Source: an optimization exercise on an open RTL-to-GDS flow (aim: small area and a short achievable clock period). Production flows keep margins and buffers that such runs may drop.
The RTL was checked by simulation tests, not by an equivalence proof against the original design.

### design/flow/config.mk
export PLATFORM = sky130hd
export DESIGN_NAME = sx16_mc_ecc
export DESIGN_NICKNAME = sx16_mc_ecc
export VERILOG_FILES = /design/flow/design.v
export SDC_FILE = /design/flow/constraint.sdc
export NUM_CORES = 4
export LEC_CHECK = 0
export CAP_MARGIN = 20
export CORE_MARGIN = 2
export CORE_UTILIZATION = 40
export PLACE_DENSITY = 0.6
export SLEW_MARGIN = 20
### design/flow/constraint.sdc
create_clock -name core_clock -period 26.0 [get_ports {clk}]
set_input_delay 5.2000 -clock core_clock [delete_from_list [all_inputs] [get_ports {clk}]]
set_output_delay 5.2000 -clock core_clock [all_outputs]
set_load 0.01 [all_outputs]
### design/flow/design.v
module sx16_mc_ecc (
    input  wire        clk,
    input  wire        rst,           
    input  wire        ctl_rst,       
    input  wire        acc_valid,
    input  wire [1:0]  acc_op,        
    input  wire [1:0]  acc_sc,        
    input  wire [39:0] acc_addr,      
    input  wire [79:0] acc_word,      
    input  wire [63:0] acc_wdata,     
    input  wire [7:0]  acc_wmask,     
    input  wire        reg_we,
    input  wire        reg_re,
    input  wire [3:0]  reg_addr,
    input  wire [31:0] reg_wdata,
    output reg         res_valid,
    output reg  [79:0] res_word,
    output reg  [1:0]  res_status,    
    output reg  [3:0]  res_pos,       
    output reg  [2:0]  res_dev,       
    output reg         res_poison_wr,
    output reg         ev_erase,
    output reg  [1:0]  ev_erase_cause,
    output reg  [1:0]  ev_erase_sc,
    output reg  [2:0]  ev_erase_dev,
    output reg  [31:0] reg_rdata
);
    localparam OP_WRITE = 2'd1;
    localparam OP_MERGE = 2'd2;
    localparam ST_CLEAN  = 2'd0;
    localparam ST_CORR   = 2'd1;
    localparam ST_UNCORR = 2'd2;
    localparam ST_POISON = 2'd3;
    localparam RA_CFG     = 4'd0;
    localparam RA_ERASE   = 4'd1;
    localparam RA_CNT     = 4'd2;
    localparam RA_LAST_LO = 4'd7;
    localparam RA_LAST_HI = 4'd8;
    function [7:0] gf_mul;
        input [7:0] a;
        input [7:0] b;
        reg   [7:0] p;
        reg   [7:0] aa;
        integer k, j;
        begin
            p  = 8'h00;
            aa = a;
            for (k = 0; k < 8; k = k + 1) begin
                if (b[k])
                    p = p ^ aa;
                aa = {aa[6:0], 1'b0} ^ (aa[7] ? 8'h1D : 8'h00);
            end
            gf_mul = p;
        end
    endfunction
    function [7:0] gf_inv;
        input [7:0] a;
        reg   [7:0] sq;
        reg   [7:0] r;
        integer k, j;
        begin
            sq = a;
            r  = 8'h01;
            for (k = 1; k < 8; k = k + 1) begin
                sq = gf_mul(sq, sq);
                r  = gf_mul(r, sq);
            end
            gf_inv = r;
        end
    endfunction
    function [7:0] alpha_pow;
        input integer e;
        integer k, j;
        reg [7:0] r;
        begin
            r = 8'h01;
            for (k = 0; k < e; k = k + 1)
                r = gf_mul(r, 8'h02);
            alpha_pow = r;
        end
    endfunction
    reg  [11:0] erase_q;           
    reg  [7:0]  auto_n;
    reg         auto_en;
    reg  [15:0] corr_cnt;
    reg  [15:0] uncorr_cnt;
    reg  [29:0] dev_cnt [0:3];     
    reg  [39:0] last_addr;
    reg         last_poison;
    reg  [8:0]  last_hi_latch;     
    wire any_rst = rst | ctl_rst;
    wire acc     = acc_valid & ~any_rst;
    wire rd      = reg_re & ~any_rst;
    wire wr      = reg_we & ~any_rst;
    reg  [7:0]  c [0:9];
    reg  [7:0]  w [0:7];
    reg  [7:0]  s0, s1;
    reg  [7:0]  t [0:9];            
    reg  [9:0]  match;
    reg  [7:0]  dak [0:4];          
    reg  [7:0]  gk  [0:3];          
    integer i;
    wire [2:0]  er_dev = erase_q[3*acc_sc +: 3];
    wire        erased = (er_dev <= 3'd4);
    always @* begin
        for (i = 0; i < 10; i = i + 1)
            c[i] = acc_word[8*i +: 8];
        for (i = 0; i < 8; i = i + 1)
            w[i] = acc_wdata[8*i +: 8];
        s0 = 8'h00;
        s1 = 8'h00;
        for (i = 0; i < 10; i = i + 1) begin
            s0 = s0 ^ c[i];
            s1 = s1 ^ gf_mul(alpha_pow(9 - i), c[i]);
        end
        for (i = 0; i < 10; i = i + 1) begin
            t[i]     = s1 ^ gf_mul(alpha_pow(9 - i), s0);
            match[i] = (t[i] == 8'h00);
        end
        for (i = 0; i < 4; i = i + 1) begin
            dak[i] = gf_mul(t[i + 4], gf_inv(alpha_pow(9 - i) ^ alpha_pow(5 - i)));
            gk[i]  = gf_mul(t[i + 4], gf_mul(gf_inv(alpha_pow(9 - i) ^ alpha_pow(5 - i)),
                                             gf_mul(alpha_pow(9 - i) ^ 8'h01, gf_inv(8'h03))));
        end
        dak[4] = gf_mul(t[9], gf_inv(8'h03));
    end
    wire       s0z     = (s0 == 8'h00);
    wire       poison  = s0z && (s1 == 8'hEE);
    wire       clean   = s0z && (s1 == 8'h00);
    wire       anym    = |match;
    wire       er_fix  = erased && !poison && !clean;
    wire       one_fix = !erased && anym && !s0z;
    wire       bad     = poison || (!erased && !clean && !one_fix);    
    wire [7:0] da      = dak[er_dev];
    wire [7:0] db      = s0 ^ da;
    wire [7:0] gd      = gk[er_dev[1:0]];
    wire       er_lo   = er_fix && !er_dev[2];                        
    wire       er_hi   = er_fix &&  er_dev[2];                        
    reg  [7:0] e [0:9];
    always @* begin
        for (i = 0; i < 10; i = i + 1)
            e[i] = (one_fix && match[i]) ? s0 : 8'h00;
        for (i = 0; i < 4; i = i + 1) begin
            if (er_lo && er_dev[1:0] == i) begin
                e[i]     = da;
                e[i + 4] = db;
            end
        end
        if (er_hi) begin
            e[8] = da;
            e[9] = db;
        end
    end
    reg  [1:0]  dec_status;
    reg  [3:0]  dec_pos;
    reg  [2:0]  dec_dev;
    reg  [4:0]  devh;               
    always @* begin
        dec_pos = 4'd15;
        dec_dev = 3'd7;
        devh    = 5'd0;
        if (poison)
            dec_status = ST_POISON;
        else if (clean)
            dec_status = ST_CLEAN;
        else if (erased) begin
            dec_status = ST_CORR;
            dec_dev    = er_dev;
            devh[er_dev] = 1'b1;
            if (er_dev[2])
                dec_pos = match[9] ? 4'd9 : 4'd8;
            else
                dec_pos = match[er_dev[1:0] + 4] ? {2'b01, er_dev[1:0]} : {2'b00, er_dev[1:0]};
        end else if (anym) begin
            dec_status = ST_CORR;
            for (i = 0; i < 10; i = i + 1)
                if (match[i]) begin
                    dec_pos = i;
                    dec_dev = (i < 8) ? (i % 4) : 3'd4;
                    devh[(i < 8) ? (i % 4) : 4] = 1'b1;
                end
        end else
            dec_status = ST_UNCORR;
    end
    wire        is_wr     = (acc_op == OP_WRITE);
    wire        is_mg     = (acc_op == OP_MERGE);
    wire        is_rd     = !is_wr && !is_mg;
    wire        poison_wr = is_mg && bad;
    wire [7:0]  sel       = (is_wr ? 8'h00 : is_mg ? ~acc_wmask : 8'hFF);
    reg  [7:0]  b [0:7];
    reg  [7:0]  b0, b1, p8, p9, h8, h9, x8, x9;
    reg  [79:0] out_word;
    reg         kx, ky;
    always @* begin
        for (i = 0; i < 8; i = i + 1)
            b[i] = sel[i] ? c[i] : w[i];
        b0 = 8'h00;
        b1 = 8'h00;
        for (i = 0; i < 8; i = i + 1) begin
            b0 = b0 ^ b[i];
            b1 = b1 ^ gf_mul(alpha_pow(9 - i), b[i]);
        end
        p8 = gf_mul(b0 ^ b1, gf_inv(8'h03));
        p9 = b0 ^ p8;
        h8 = gf_mul(s0 ^ s1, gf_inv(8'h03));
        h9 = s0 ^ h8;
        kx = (one_fix && |(match[7:0] & sel)) ||
             (er_lo && sel[{1'b1, er_dev[1:0]}]);
        ky = er_lo && (sel[{1'b0, er_dev[1:0]}] ^ sel[{1'b1, er_dev[1:0]}]);
        x8 = (kx ? h8 : 8'h00) ^ (ky ? gd : 8'h00) ^ (poison_wr ? 8'h5A : 8'h00);
        x9 = (kx ? h9 : 8'h00) ^ (ky ? (da ^ gd) : 8'h00) ^ (poison_wr ? 8'h5A : 8'h00);
        for (i = 0; i < 8; i = i + 1)
            out_word[8*i +: 8] = b[i] ^ (sel[i] ? e[i] : 8'h00);
        if (is_rd) begin
            out_word[71:64] = c[8] ^ e[8];
            out_word[79:72] = c[9] ^ e[9];
        end else begin
            out_word[71:64] = p8 ^ x8;
            out_word[79:72] = p9 ^ x9;
        end
    end
    wire        fixd       = er_fix || one_fix;
    wire        count_corr = acc && !is_wr && fixd;
    wire        count_unc  = acc && is_rd && bad;
    wire [29:0] sc_cnt     = dev_cnt[acc_sc];
    wire [5:0]  an_m1      = auto_n[5:0] - 6'd1;
    reg  [4:0]  sat_d, hit_d;
    reg  [5:0]  inc_d [0:4];        
    always @* begin
        for (i = 0; i < 5; i = i + 1) begin
            sat_d[i] = (sc_cnt[6*i +: 6] == 6'd63);
            hit_d[i] = (sc_cnt[6*i +: 6] == an_m1);
            inc_d[i] = sc_cnt[6*i +: 6] + 6'd1;
        end
    end
    wire [4:0]  dinc       = (count_corr ? devh : 5'd0) & ~sat_d;      
    wire        auto_hit   = auto_en && (auto_n[7:6] == 2'b00) && (|(hit_d & dinc));
    wire        clr        = wr && (reg_addr == RA_CFG) && reg_wdata[1];
    reg  [11:0] erase_nx;
    always @* begin
        erase_nx = erase_q;
        if (wr && reg_addr == RA_ERASE)
            erase_nx = reg_wdata[11:0];
        if (auto_hit && !erased)
            erase_nx[3*acc_sc +: 3] = dec_dev;
    end
    reg [31:0] rd_val;
    always @* begin
        case (reg_addr)
            RA_CFG:     rd_val = {16'h0000, auto_n, 7'b0000000, auto_en};
            RA_ERASE:   rd_val = {20'h00000, erase_q};
            RA_CNT:     rd_val = {uncorr_cnt, corr_cnt};
            4'd3:       rd_val = {2'b00, dev_cnt[0]};
            4'd4:       rd_val = {2'b00, dev_cnt[1]};
            4'd5:       rd_val = {2'b00, dev_cnt[2]};
            4'd6:       rd_val = {2'b00, dev_cnt[3]};
            RA_LAST_LO: rd_val = last_addr[31:0];
            RA_LAST_HI: rd_val = {last_hi_latch[8], 23'h000000, last_hi_latch[7:0]};
            default:    rd_val = 32'h0000_0000;
        endcase
    end
    integer k, j;
    always @(posedge clk) begin
        if (rst)
            erase_q <= 12'hFFF;
        else if (!ctl_rst)
            erase_q <= erase_nx;
        if (any_rst) begin
            auto_n        <= 8'h10;
            auto_en       <= 1'b1;
            corr_cnt      <= 16'h0000;
            uncorr_cnt    <= 16'h0000;
            for (k = 0; k < 4; k = k + 1)
                dev_cnt[k] <= 30'h0;
            last_addr     <= 40'h0;
            last_poison   <= 1'b0;
            last_hi_latch <= 9'h0;
            res_valid      <= 1'b0;
            res_word       <= 80'h0;
            res_status     <= 2'd0;
            res_pos        <= 4'd0;
            res_dev        <= 3'd0;
            res_poison_wr  <= 1'b0;
            ev_erase       <= 1'b0;
            ev_erase_cause <= 2'd0;
            ev_erase_sc    <= 2'd0;
            ev_erase_dev   <= 3'd0;
            reg_rdata      <= 32'h0;
        end else begin
            if (wr && reg_addr == RA_CFG) begin
                auto_n  <= (reg_wdata[15:8] == 8'h00) ? 8'h01 : reg_wdata[15:8];
                auto_en <= reg_wdata[0];
            end
            if (clr) begin
                corr_cnt   <= 16'h0000;
                uncorr_cnt <= 16'h0000;
                for (k = 0; k < 4; k = k + 1)
                    dev_cnt[k] <= 30'h0;
            end else begin
                if (count_corr && corr_cnt != 16'hFFFF)
                    corr_cnt <= corr_cnt + 16'h0001;
                if (count_unc && uncorr_cnt != 16'hFFFF)
                    uncorr_cnt <= uncorr_cnt + 16'h0001;
                for (k = 0; k < 4; k = k + 1)
                    if (acc_sc == k)
                        for (j = 0; j < 5; j = j + 1)
                            if (dinc[j])
                                dev_cnt[k][6*j +: 6] <= inc_d[j];
            end
            if (count_unc) begin
                last_addr   <= acc_addr;
                last_poison <= poison;
            end
            reg_rdata <= rd ? rd_val : 32'h0;
            if (rd && reg_addr == RA_LAST_LO)
                last_hi_latch <= {last_poison, last_addr[39:32]};
            res_valid     <= acc;
            res_word      <= acc ? out_word : 80'h0;
            res_status    <= (acc && !is_wr) ? dec_status : ST_CLEAN;
            res_pos       <= (acc && !is_wr) ? dec_pos : 4'd15;
            res_dev       <= (acc && !is_wr) ? dec_dev : 3'd7;
            res_poison_wr <= acc && poison_wr;
            ev_erase       <= auto_hit;
            ev_erase_cause <= auto_hit ? (erased ? 2'd2 : 2'd0) : 2'd0;
            ev_erase_sc    <= auto_hit ? acc_sc : 2'd0;
            ev_erase_dev   <= auto_hit ? dec_dev : 3'd0;
        end
    end
endmodule
### design/flow/run.sh
#!/bin/bash
# synth_recipe.tcl (not shown) runs the flow's synth.tcl, then flattens the netlist and writes it again
# the make line also repeats each setting of config.mk as NAME=value (left out here)
make -C /OpenROAD-flow-scripts/flow DESIGN_CONFIG=/design/flow/config.mk WORK_HOME=/design/flow/orfs CLKGATE_MAP_FILE= SYNTH_SCRIPT=/design/flow/synth_recipe.tcl finish
==> summary.txt <==
[cell type report]
class	count	area, sq um
timing repair buffer	410	3980
fill	6235	33200
sequential	352	7050
tap	864	1080
multi-input combinational	2472	18900
inverter	57	214
clock buffer	60	1230
clock inverter	18	264
[placed cells by master (no fill, tap or decap), types with 11 or more instances in the layout]
master / Yosys / routed
xnor2_1: 459 / 457
dfxtp_1: 352 / 352
clkdlybuf4s50_1: 0 / 351
nand2_1: 325 / 322
nor2_1: 280 / 276
a21oi_1: 201 / 200
mux2i_1: 181 / 181
xor2_1: 118 / 117
nand3_1: 112 / 111
xnor3_1: 107 / 107
a22oi_1: 100 / 100
o21ai_0: 68 / 68
buf_4: 5 / 58
inv_1: 51 / 51
a222oi_1: 45 / 45
nor3_1: 47 / 44
clkbuf_16: 0 / 43
ha_1: 36 / 36
a31oi_1: 29 / 29
or3_1: 24 / 24
and3_1: 23 / 23
xnor2_2: 20 / 22
nand2b_1: 18 / 18
o22ai_1: 15 / 15
nor4_1: 16 / 14
o211ai_1: 14 / 14
nand4_1: 14 / 14
or4_1: 13 / 13
a211oi_1: 13 / 12
o31ai_1: 12 / 12
a21o_1: 11 / 11
and2_1: 11 / 11
a22o_1: 11 / 11
[per-stage QoR]
step	cell area [sq um]	hold slack (ns)	util, %	setup slack [ns]
2_1_floorplan	26700	0.415	-	15.49
3_3_place_gp	31200	0.437	47.3	13.15
3_5_place_dp	31200	0.438	47.3	13.07
4_1_cts	32700	0.448	49.6	13.68
5_1_grt	32700	0.460	49.6	13.39
6_report	32700	0.442	49.6	13.32
[critical path, stage by stage]
cell and delay [ns]:
clkdlybuf4s50_1 0.59, xor2_1 0.23, xnor2_1 0.73, xnor3_1 0.75
xor2_1 0.84, xnor3_1 0.68, inv_1 0.10, ha_1 0.14
nand2_1 0.06, nor3_1 0.37, nand3_1 0.42, nand4_1 0.31
nor4_1 0.15, a21oi_4 0.42, nor2_1 0.24, nor3_1 0.87
nand3_1 0.62, nor2_1 0.44
[synthesized netlist by cell type (all sizes together) (16+ instances only)]
library cell    n
xnor2         482
dfxtp         352
nand2         325
nor2          280
a21oi         203
mux2i         181
clkbuf        132
xor2          122
nand3         112
xnor3         108
a22oi         100
o21ai          76
inv            55
nor3           47
a222oi         45
ha             36
buf            32
a31oi          29
or3            24
and3           23
nand2b         18
a211oi         17
nor4           16
[worst max-delay path by stage]
stage	start	to	slack (ns)
after CTS	acc_word[71]	ev_erase_dev[2]	13.68
after floorplan	acc_word[34]	uncorr_cnt[7]	15.49
final	acc_word[71]	ev_erase_dev[2]	13.32
after detailed placement	acc_word[71]	ev_erase_cause[1]	13.07
after global routing	acc_word[62]	ev_erase_cause[1]	13.39
after global placement	acc_word[71]	ev_erase_cause[1]	13.15
[state kept, by name (all words and copies together) (netlist names)]
name / flops
res_valid: 1
uncorr_cnt: 16
res_pos: 3
auto_en: 1
ev_erase: 1
ev_erase_dev: 3
res_status: 2
dev_cnt: 120
reg_rdata: 32
res_word: 80
res_dev: 3
auto_n: 8
corr_cnt: 16
last_poison: 1
erase_q: 12
ev_erase_cause: 1
ev_erase_sc: 2
last_hi_latch: 9
last_addr: 40
res_poison_wr: 1
[logic make-up (layout without fill, tap and decap cells)]
family,count (synthesis),count (layout),synth area share (%)
simple gates,912,912,15.2
other cells,1,1,0.0140
compound gates,615,615,15.7
fa+ha+maj,36,36,1.68
xor+xnor,719,719,30.4
buf+inv,221,545,3.27
flops,352,352,26.3
mux,189,189,7.36
[metal layers]
metal,share of wire (%),up-vias,GRT usage (%)
met4,4.9,0,14.1
met1,43,12500,46.6
met5,0,-,0
li1,-,11300,-
met3,9.3,256,5.19
met2,43,1601,52.0
==> key figures <==
Worst hold path
  • Min-Delay Endpoint: last_hi_latch[5]
  • WHS Path Cells: 2
  • Worst hold start: last_addr[37]
  • Hold WC Path Type: flop to flop

Setup path
  • Critical path class: primary input to flop
  • Reg2Reg Setup Slack: just under 20 ns
  • Critical Path Start Type: primary input
  • CP required: about 26 ns
  • CP Data Arrival Time: 13.16 ns
  • Reg-to-Reg Start: erase_q[9]
  • Register-to-Register Path Depth: 14
  • Reg-to-Reg End: res_word[2]
  • Crit. End Element: flop
  • Worst-path fanout max: 10

STA
  • F_max: 78.8 MHz
  • Fin crit period: 12.68 ns
  • Pins Over Slew Limit: 0
  • Total negative slack: 0 ns
  • RSZ-0062 raised after global routing: no
  • Clock skew: around 0.027 ns
  • Final Hold Fails: 0
  • Final worst path period share: 48.8%
  • Endpoints failing setup: 0
  • Rel. slew slack: 19.8%
  • Slew @ Worst Pin: 1.20 ns

CTS
  • TritonCTS clock tree: yes
  • CTS sink cnt: approximately 350
  • CTS-repair resized insts: 0
  • Hold_buf cts: 0
  • Clock-pin slew on the worst setup and hold paths: approximately 0.060 ns
  • Max Root-Sink Buffers: 3
  • Post-CTS setup buffers: 0
  • H-tree depth: 2
  • Root Driver: clkbuf_16
  • CTS buffer count: 43
  • Clock latency (worst-skew pair): ~0.60 ns

Logic synthesis
  • Post-synth EDFFs: 0
  • Sequential-to-total area share from yosys stat: around a quarter
  • Synthesized net count: 3,319
  • Library cells used by synthesis: 88
  • Fraction of registers with async set/reset: 0%
  • Dominant synthesized flop cell: dfxtp_1
  • Synth top area share: 26.3%
  • Area leader, netlist: dfxtp_1
  • Syn Area/Cell: about 9 sq um
  • Ys Warns: 10
  • Top post-synthesis cells by area: dfxtp_1, xnor2_1, xnor3_1
  • Mapped Area: 26,700 sq um
  • FF+latch count, synth: 352
  • Synth Instances: 3,045

Status
  • Outcome: complete, no violations

Job
  • Max Cap Viol: 0

Layout
  • Synthesis-to-layout area growth: 22.4%
  • Share of cells above drive strength 1: under 10%
  • Nets: 3,610
  • Number of diodes: 0
  • Final std cells w/o fill: approximately 4,200

Floorplan
  • Die Y: approximately 260 um
  • Number of placement rows: 94
  • Core area: about 66,000 sq um
  • Die X: 263 um
  • Initial Util: between 40% and 50%
  • Die footprint: around 69,000 sq um
  • Ports: approximately 370

Global routing
  • Vias in the first global route: approximately 25,000
  • First-pass GRT wire length: 174 mm
  • Tot GR Track Use: about a third
  • Initial antenna violation count: 4
  • Largest net degree at the start of global routing: 78
  • GRT Residual Overflow: 0

Routing
  • Drt first pass iters: 9
  • Iteration-0 DRC Markers: roughly 3,200
  • Routed length per instance: approximately 28 um
  • ANT nets after route: 0
  • Final wirelength: around 120 mm
  • Residual DRC: 0
  • Vias/cell: 6.07
  • Via count: 25,700

Place
  • HPWL after detailed placement: approximately 91 mm
  • GP Congestion: between 1 and 1.5
  • Placed cell count: around 4,200
  • Port Buf Inserts: approximately 350

==> re-timing with driven ports <==
The flow's constraints put no driver on any port. The routed layout listed below was extracted and timed again, unchanged, in two steps. Step 1, drivers: a clkbuf_16 drives clk and a buf_2 each remaining input, both assumed. Step 2, shift: input delay + t, output delay - t, t = (earliest + latest rising clock arrival at the registers) / 2. This alone moves slack from input paths to output paths. a / b / c = no drivers / after step 1 / after step 2; a / b = the first two.
shift t [ns]: 0.657
setup WS [ns]: 13.315 / 13.356 / 12.699
worst setup path at the end: input to register
pins driven straight from the clock port: 1
After both steps this run still meets setup and hold. For this run, drivers alone change the setup slack by +0.041 ns; drivers and shift together by -0.616 ns.
